This design comes from an exercise in tuning for small area and a short achievable clock period on the open sky130 flow, not from production work.

==> run K: inputs <==
==> flow/design.v (excerpt) <==
module ckv_unit (
    input  wire        clk,
    input  wire        rst,
    input  wire        in_valid,
    input  wire        in_sof,
    input  wire        in_eof,
    input  wire [3:0]  in_nbytes,
    input  wire [63:0] in_data,
    input  wire [1:0]  in_alg,
    input  wire [1:0]  in_mode,
    input  wire [15:0] in_tenant,
    input  wire [15:0] in_pseq,
    input  wire [63:0] in_ctx,
    input  wire [23:0] in_dest,
    input  wire [63:0] in_expect,
    output reg         res_valid,
    output reg  [63:0] res_crc,
    output reg  [63:0] res_state,
    output reg         res_match
);
    reg  [1:0] alg_q;    
    reg        pcw_q;    
    wire       pcw_i = (in_mode == 2'd1);
    wire       res_i = (in_mode == 2'd2);
    wire [1:0] alg_i = pcw_i ? 2'd0 : in_alg;
    wire [1:0] alg_b = in_sof ? alg_i : alg_q;      
    reg [63:0] bmask;
    integer b;
    always @(*) begin
        for (b = 0; b < 8; b = b + 1)
            bmask[8*b +: 8] = (b < in_nbytes) ? 8'hFF : 8'h00;
    end
    wire        ctx_lo  = in_sof & res_i & (alg_i != 2'd2);
    wire        ctx_sw  = in_sof & res_i & (alg_i == 2'd2);
    wire        ctx_hi  = in_sof & res_i & (alg_i == 2'd3);
    wire        ctx_mid = ctx_lo;
    wire        tp_on   = in_sof & pcw_i;
    wire [63:0] start_v = {in_ctx[63:32] & {32{ctx_hi}},
                           (in_ctx[31:16] & {16{ctx_mid}}) ^ (in_tenant & {16{tp_on}}),
                           (in_ctx[15:0] & {16{ctx_lo}}) ^ ({in_ctx[7:0], in_ctx[15:8]} & {16{ctx_sw}})
                               ^ (in_pseq & {16{tp_on}})};
    wire [63:0] x_in = (in_data & bmask) ^ start_v;
  ...
==> module ckv_unit, before the edit <==
module ckv_unit (
    input  wire        clk,
    input  wire        rst,
    input  wire        in_valid,
    input  wire        in_sof,
    input  wire        in_eof,
    input  wire [3:0]  in_nbytes,
    input  wire [63:0] in_data,
    input  wire [1:0]  in_alg,
    input  wire [1:0]  in_mode,
    input  wire [15:0] in_tenant,
    input  wire [15:0] in_pseq,
    input  wire [63:0] in_ctx,
    input  wire [23:0] in_dest,
    input  wire [63:0] in_expect,
    output reg         res_valid,
    output reg  [63:0] res_crc,
    output reg  [63:0] res_state,
    output reg         res_match
);
    reg  [1:0] alg_q;    
    reg        pcw_q;    
    wire       pcw_i = (in_mode == 2'd1);
    wire       res_i = (in_mode == 2'd2);
    wire [1:0] alg_i = pcw_i ? 2'd0 : in_alg;
    wire [1:0] alg_b = in_sof ? alg_i : alg_q;      
    reg [63:0] bmask;
    integer b;
    always @(*) begin
        for (b = 0; b < 8; b = b + 1)
            bmask[8*b +: 8] = (b < in_nbytes) ? 8'hFF : 8'h00;
    end
    wire        ctx_lo  = in_sof & res_i & (alg_i != 2'd2);
    wire        ctx_sw  = in_sof & res_i & (alg_i == 2'd2);
    wire        ctx_hi  = in_sof & res_i & (alg_i == 2'd3);
    wire        ctx_mid = ctx_lo;
    wire        tp_on   = in_sof & pcw_i;
    wire [63:0] start_v = {in_ctx[63:32] & {32{ctx_hi}},
                           (in_ctx[31:16] & {16{ctx_mid}}) ^ (in_tenant & {16{tp_on}}),
                           (in_ctx[15:0] & {16{ctx_lo}}) ^ ({in_ctx[7:0], in_ctx[15:8]} & {16{ctx_sw}})
                               ^ (in_pseq & {16{tp_on}})};
    wire [63:0] x_in = (in_data & bmask) ^ start_v;
    wire [3:0]  k_in = 4'd8 - in_nbytes;
    reg        v_r, sof_r, eof_r;
    reg        kone_r;    
    reg [2:0]  k_a, k_b, k_c;    
    reg [63:0] x_r;
    reg [23:0] dest_r;
    reg [63:0] exp_r;
    reg [3:0]  sel_r;     
    reg        pcw_r;     
    reg        sw_r;      
    reg        st_r;      
    always @(posedge clk) begin
        v_r    <= in_valid & ~rst;
        sof_r  <= in_sof;
        eof_r  <= in_eof;
        kone_r <= in_sof & (pcw_i | (~res_i & (alg_i != 2'd2)));
        k_a    <= k_in[2:0];
        k_b    <= k_in[2:0];
        k_c    <= k_in[2:0];
        x_r    <= x_in;
        dest_r <= in_dest;
        exp_r  <= in_expect;
        sel_r  <= 4'b0001 << alg_b;
        pcw_r  <= in_sof ? pcw_i : pcw_q;
        sw_r   <= ~in_sof & (alg_q == 2'd2);
        st_r   <= ~in_sof & (alg_q != 2'd2);
        if (in_valid && in_sof) begin
            alg_q <= alg_i;
            pcw_q <= pcw_i;
        end
    end
    reg  [63:0] crc_q;   
    wire [63:0] kconst = {{32{kone_r & sel_r[3]}}, {32{kone_r}}};
    wire [63:0] s = (crc_q & {64{st_r}})
                  ^ ({48'd0, crc_q[7:0], crc_q[15:8]} & {64{sw_r}})
                  ^ kconst;
    wire [63:0] x = x_r ^ s;
    wire [71:0]  z1 = k_a[0] ? {x, 8'd0} : {8'd0, x};
    wire [87:0]  z2 = k_b[1] ? {z1, 16'd0} : {16'd0, z1};
    wire [119:0] z3 = k_c[2] ? {z2, 32'd0} : {32'd0, z2};
    wire [63:0]  w = z3[63:0];
    wire [63:0]  h = {8'd0, z3[119:64]};
    wire [31:0] c0;
    wire [31:0] c1;
    wire [15:0] c2;
    wire [63:0] c3;
    ckv_net u_net (.w(w), .c0(c0), .c1(c1), .c2(c2), .c3(c3));
    wire [63:0] m = ({32'd0, c0} & {64{sel_r[0]}})
                  | ({32'd0, c1} & {64{sel_r[1]}})
                  | ({48'd0, c2} & {64{sel_r[2]}})
                  | (c3 & {64{sel_r[3]}});
    wire [63:0] hx = sel_r[2] ? {48'd0, h[7:0], h[15:8]} : h;
    wire [63:0] next = m ^ hx;
    reg        e2;        
    reg [23:0] dest2;
    reg [63:0] exp2;
    reg        pcw2;
    reg        w16_2, w64_2;
    always @(posedge clk) begin
        if (v_r)
            crc_q <= next;
        e2    <= v_r & eof_r & ~rst;
        dest2 <= dest_r;
        exp2  <= exp_r;
        pcw2  <= pcw_r;
        w16_2 <= sel_r[2];
        w64_2 <= sel_r[3];
    end
    wire [31:0] fv = crc_q[31:0] ^ {8'd0, dest2};
    wire [31:0] f;
    ckv_fold u_fold (.fv(fv), .f(f));
    wire [63:0] mask = w16_2 ? 64'h0000_0000_0000_FFFF :
                       w64_2 ? 64'hFFFF_FFFF_FFFF_FFFF : 64'h0000_0000_FFFF_FFFF;
    wire [63:0] final_crc = pcw2  ? {32'd0, ~f} :
                            w16_2 ? crc_q : (crc_q ^ mask);
    always @(posedge clk) begin
        res_valid <= e2 & ~rst;
        res_state <= crc_q;
        res_crc   <= final_crc;
        res_match <= (final_crc == (exp2 & mask));
    end
endmodule
export LEC_CHECK = 0
export CAP_MARGIN = 20
export CORE_MARGIN = 2
export CORE_UTILIZATION = 40
export SLEW_MARGIN = 20
export SYNTH_HIERARCHICAL = 1
create_clock -name core_clock -period 30.0 [get_ports {clk}]
standard.sh (not shown) runs the stock make flow with config.mk's settings and CLKGATE_MAP_FILE= SYNTH_SCRIPT=/design/flow/synth_recipe.tcl, a recipe that flattens the netlist after the stock synthesis.
==> flow/flow/run.sh <==
#!/bin/bash
# Standard ORFS layout, with repair_timing asked for extra setup margin so the
# critical paths get sized and buffered (the constraints are unchanged).
set -euo pipefail
bash standard.sh SETUP_SLACK_MARGIN=23.5 finish > standard_make.log 2>&1
==> inputs of run H, as changes to run K <==
--- a/flow/design.v
+++ b/flow/design.v
@@ -19,10 +19,6 @@
     output reg         res_match
 );
-    reg  [1:0] alg_q;    
-    reg        pcw_q;    
     wire       pcw_i = (in_mode == 2'd1);
-    wire       res_i = (in_mode == 2'd2);
     wire [1:0] alg_i = pcw_i ? 2'd0 : in_alg;
-    wire [1:0] alg_b = in_sof ? alg_i : alg_q;      
     reg [63:0] bmask;
     integer b;
@@ -31,40 +27,38 @@
             bmask[8*b +: 8] = (b < in_nbytes) ? 8'hFF : 8'h00;
     end
-    wire        ctx_lo  = in_sof & res_i & (alg_i != 2'd2);
-    wire        ctx_sw  = in_sof & res_i & (alg_i == 2'd2);
-    wire        ctx_hi  = in_sof & res_i & (alg_i == 2'd3);
-    wire        ctx_mid = ctx_lo;
-    wire        tp_on   = in_sof & pcw_i;
-    wire [63:0] start_v = {in_ctx[63:32] & {32{ctx_hi}},
-                           (in_ctx[31:16] & {16{ctx_mid}}) ^ (in_tenant & {16{tp_on}}),
-                           (in_ctx[15:0] & {16{ctx_lo}}) ^ ({in_ctx[7:0], in_ctx[15:8]} & {16{ctx_sw}})
-                               ^ (in_pseq & {16{tp_on}})};
-    wire [63:0] x_in = (in_data & bmask) ^ start_v;
+    reg [63:0] start;
+    always @(*) begin
+        if (pcw_i)
+            start = {32'd0, ~in_tenant, ~in_pseq};
+        else if (in_mode == 2'd2)
+            case (alg_i)
+                2'd2:    start = {48'd0, in_ctx[7:0], in_ctx[15:8]};
+                2'd3:    start = in_ctx;
+                default: start = {32'd0, in_ctx[31:0]};
+            endcase
+        else
+            case (alg_i)
+                2'd2:    start = 64'd0;
+                2'd3:    start = {64{1'b1}};
+                default: start = {32'd0, 32'hFFFF_FFFF};
+            endcase
+    end
+    wire [63:0] x_in = (in_data & bmask) ^ (in_sof ? start : 64'd0);
     wire [3:0]  k_in = 4'd8 - in_nbytes;
     reg        v_r, sof_r, eof_r;
-    reg        kone_r;    
-    reg [2:0]  k_a, k_b, k_c;    
+    reg [2:0]  k_r;
     reg [63:0] x_r;
     reg [23:0] dest_r;
     reg [63:0] exp_r;
-    reg [3:0]  sel_r;     
-    reg        pcw_r;     
-    reg        sw_r;      
-    reg        st_r;      
+    reg [1:0]  alg_q;
+    reg        pcw_q;
     always @(posedge clk) begin
         v_r    <= in_valid & ~rst;
         sof_r  <= in_sof;
         eof_r  <= in_eof;
-        kone_r <= in_sof & (pcw_i | (~res_i & (alg_i != 2'd2)));
-        k_a    <= k_in[2:0];
-        k_b    <= k_in[2:0];
-        k_c    <= k_in[2:0];
+        k_r    <= k_in[2:0];
         x_r    <= x_in;
         dest_r <= in_dest;
         exp_r  <= in_expect;
-        sel_r  <= 4'b0001 << alg_b;
-        pcw_r  <= in_sof ? pcw_i : pcw_q;
-        sw_r   <= ~in_sof & (alg_q == 2'd2);
-        st_r   <= ~in_sof & (alg_q != 2'd2);
         if (in_valid && in_sof) begin
             alg_q <= alg_i;
@@ -72,15 +66,10 @@
         end
     end
-    reg  [63:0] crc_q;   
-    wire [63:0] kconst = {{32{kone_r & sel_r[3]}}, {32{kone_r}}};
-    wire [63:0] s = (crc_q & {64{st_r}})
-                  ^ ({48'd0, crc_q[7:0], crc_q[15:8]} & {64{sw_r}})
-                  ^ kconst;
-    wire [63:0] x = x_r ^ s;
-    wire [71:0]  z1 = k_a[0] ? {x, 8'd0} : {8'd0, x};
-    wire [87:0]  z2 = k_b[1] ? {z1, 16'd0} : {16'd0, z1};
-    wire [119:0] z3 = k_c[2] ? {z2, 32'd0} : {32'd0, z2};
-    wire [63:0]  w = z3[63:0];
-    wire [63:0]  h = {8'd0, z3[119:64]};
+    wire [63:0] s = sof_r ? 64'd0 :
+                    (alg_q == 2'd2) ? {48'd0, res_state[7:0], res_state[15:8]} : res_state;
+    wire [63:0]  x = x_r ^ s;
+    wire [127:0] z = {64'd0, x} << {k_r, 3'b000};
+    wire [63:0]  w = z[63:0];
+    wire [63:0]  h = z[127:64];
     wire [31:0] c0;
     wire [31:0] c1;
@@ -88,37 +77,37 @@
     wire [63:0] c3;
     ckv_net u_net (.w(w), .c0(c0), .c1(c1), .c2(c2), .c3(c3));
-    wire [63:0] m = ({32'd0, c0} & {64{sel_r[0]}})
-                  | ({32'd0, c1} & {64{sel_r[1]}})
-                  | ({48'd0, c2} & {64{sel_r[2]}})
-                  | (c3 & {64{sel_r[3]}});
-    wire [63:0] hx = sel_r[2] ? {48'd0, h[7:0], h[15:8]} : h;
-    wire [63:0] next = m ^ hx;
-    reg        e2;        
-    reg [23:0] dest2;
-    reg [63:0] exp2;
-    reg        pcw2;
-    reg        w16_2, w64_2;
-    always @(posedge clk) begin
-        if (v_r)
-            crc_q <= next;
-        e2    <= v_r & eof_r & ~rst;
-        dest2 <= dest_r;
-        exp2  <= exp_r;
-        pcw2  <= pcw_r;
-        w16_2 <= sel_r[2];
-        w64_2 <= sel_r[3];
+    reg [63:0] next;
+    always @(*) begin
+        case (alg_q)
+            2'd0:    next = {32'd0, c0 ^ h[31:0]};
+            2'd1:    next = {32'd0, c1 ^ h[31:0]};
+            2'd2:    next = {48'd0, c2 ^ {h[7:0], h[15:8]}};
+            default: next = c3 ^ h;
+        endcase
     end
-    wire [31:0] fv = crc_q[31:0] ^ {8'd0, dest2};
+    wire [31:0] fv = next[31:0] ^ {8'd0, dest_r};
     wire [31:0] f;
     ckv_fold u_fold (.fv(fv), .f(f));
-    wire [63:0] mask = w16_2 ? 64'h0000_0000_0000_FFFF :
-                       w64_2 ? 64'hFFFF_FFFF_FFFF_FFFF : 64'h0000_0000_FFFF_FFFF;
-    wire [63:0] final_crc = pcw2  ? {32'd0, ~f} :
-                            w16_2 ? crc_q : (crc_q ^ mask);
+    reg [63:0] mask;
+    reg [63:0] final_crc;
+    always @(*) begin
+        case (alg_q)
+            2'd2:    mask = 64'h0000_0000_0000_FFFF;
+            2'd3:    mask = 64'hFFFF_FFFF_FFFF_FFFF;
+            default: mask = 64'h0000_0000_FFFF_FFFF;
+        endcase
+        if (pcw_q)
+            final_crc = {32'd0, ~f};
+        else if (alg_q == 2'd2)
+            final_crc = next;
+        else
+            final_crc = next ^ mask;
+    end
     always @(posedge clk) begin
-        res_valid <= e2 & ~rst;
-        res_state <= crc_q;
+        if (v_r)
+            res_state <= next;
+        res_valid <= v_r & eof_r & ~rst;
         res_crc   <= final_crc;
-        res_match <= (final_crc == (exp2 & mask));
+        res_match <= (final_crc == (exp_r & mask));
     end
 endmodule
==> flow/run.sh (new file) <==
#!/bin/bash
# synth_recipe.tcl (not shown) runs the flow's synth.tcl, then flattens the netlist and writes it again
# the make line also repeats each setting of config.mk as NAME=value (left out here)
make -C /OpenROAD-flow-scripts/flow DESIGN_CONFIG=/design/flow/config.mk WORK_HOME=/design/flow/orfs CLKGATE_MAP_FILE= SYNTH_SCRIPT=/design/flow/synth_recipe.tcl finish
removed: flow/flow/run.sh
removed: flow/standard.sh
==> inputs of run C, as changes to run K <==
==> flow/flow/run.sh (replaced) <==
#!/bin/bash
# Standard ORFS layout (the standard.sh), with:
#  - repair_timing asked for extra setup margin, so critical paths get sized
#    (the clock and I/O constraints are unchanged);
#  - port buffers built from the smallest buffer (repair upsizes where needed).
set -euo pipefail
bash standard.sh SETUP_SLACK_MARGIN=23.5 "BUFFER_PORTS_ARGS=-buffer_cell sky130_fd_sc_hd__buf_1" finish > standard_make.log 2>&1
- CTS_BUF_LIST: unset -> sky130_fd_sc_hd__clkbuf_8
- CTS_CLUSTER_SIZE: unset -> 30
==> run summary <==
quantity	run C	run K	run H
Total of fill cells in the finished design	9544	9516	8827
Flop-to-flop setup slack	23.27 ns	23.27 ns	16.64 ns
Outcome	finished clean	finished clean	finished clean
Crit path from	res_match	res_match	alg_q[0]
Adder-cell area share of the yosys netlist	0.000605	0.000605	0.000662
WP data required	24.00 ns	24.00 ns	30.52 ns
Post-synthesis sequential area ratio	0.236	0.236	0.172
Post-CTS Resized	396	876	0
Final period util	0.240	0.235	0.445
Die area	106000 sq um	106000 sq um	97000 sq um
Highest-delay cell along the critical path	sky130_fd_sc_hd__dfxtp_4	sky130_fd_sc_hd__dfxtp_2	sky130_fd_sc_hd__xnor3_1
Layout multi-input combinational cell count	3268	3268	3343
Signal buf overhead	0.0841	0.111	0.123
Final net count	4697	4664	4578
Function was not checked in any run of this note: the RTL went through the layout flow alone.

## what the ideal ports hide
The results above use ideal ports. As a check the final layouts listed here were re-extracted and re-timed, cells and wires unchanged.
Step 1 assumes that a clkbuf_16 drives the clock port and a buf_2 every other input.
Step 2, shift: input delay + t, output delay - t, t = (earliest + latest rising clock arrival at the registers) / 2. This alone moves slack from input paths to output paths.
Slacks: ideal / step 1 / step 2; pairs: ideal / step 1.
| run | shift t [ns] | setup slack, ns | worst hold slack (ns) | clock arrival spread, ns | worst register clock-pin slew, ns |
|---|---|---|---|---|---|
| run K | 0.662 | 22.941 / 22.874 / 22.510 | 0.324 / 0.324 / 0.324 | 0.024 / 0.024 | 0.07 / 0.07 |
| run H | 0.651 | 16.636 / 16.636 / 16.636 | 0.499 / 0.499 / 0.499 | 0.034 / 0.034 | 0.07 / 0.07 |
| run C | 0.754 | 22.810 / 22.745 / 22.381 | 0.311 / 0.311 / 0.311 | 0.043 / 0.043 | 0.08 / 0.08 |
After both steps every run listed still meets setup and hold. The setup slack of run K, which loses most, moves by -0.067 ns with the drivers and by -0.431 ns with both steps.
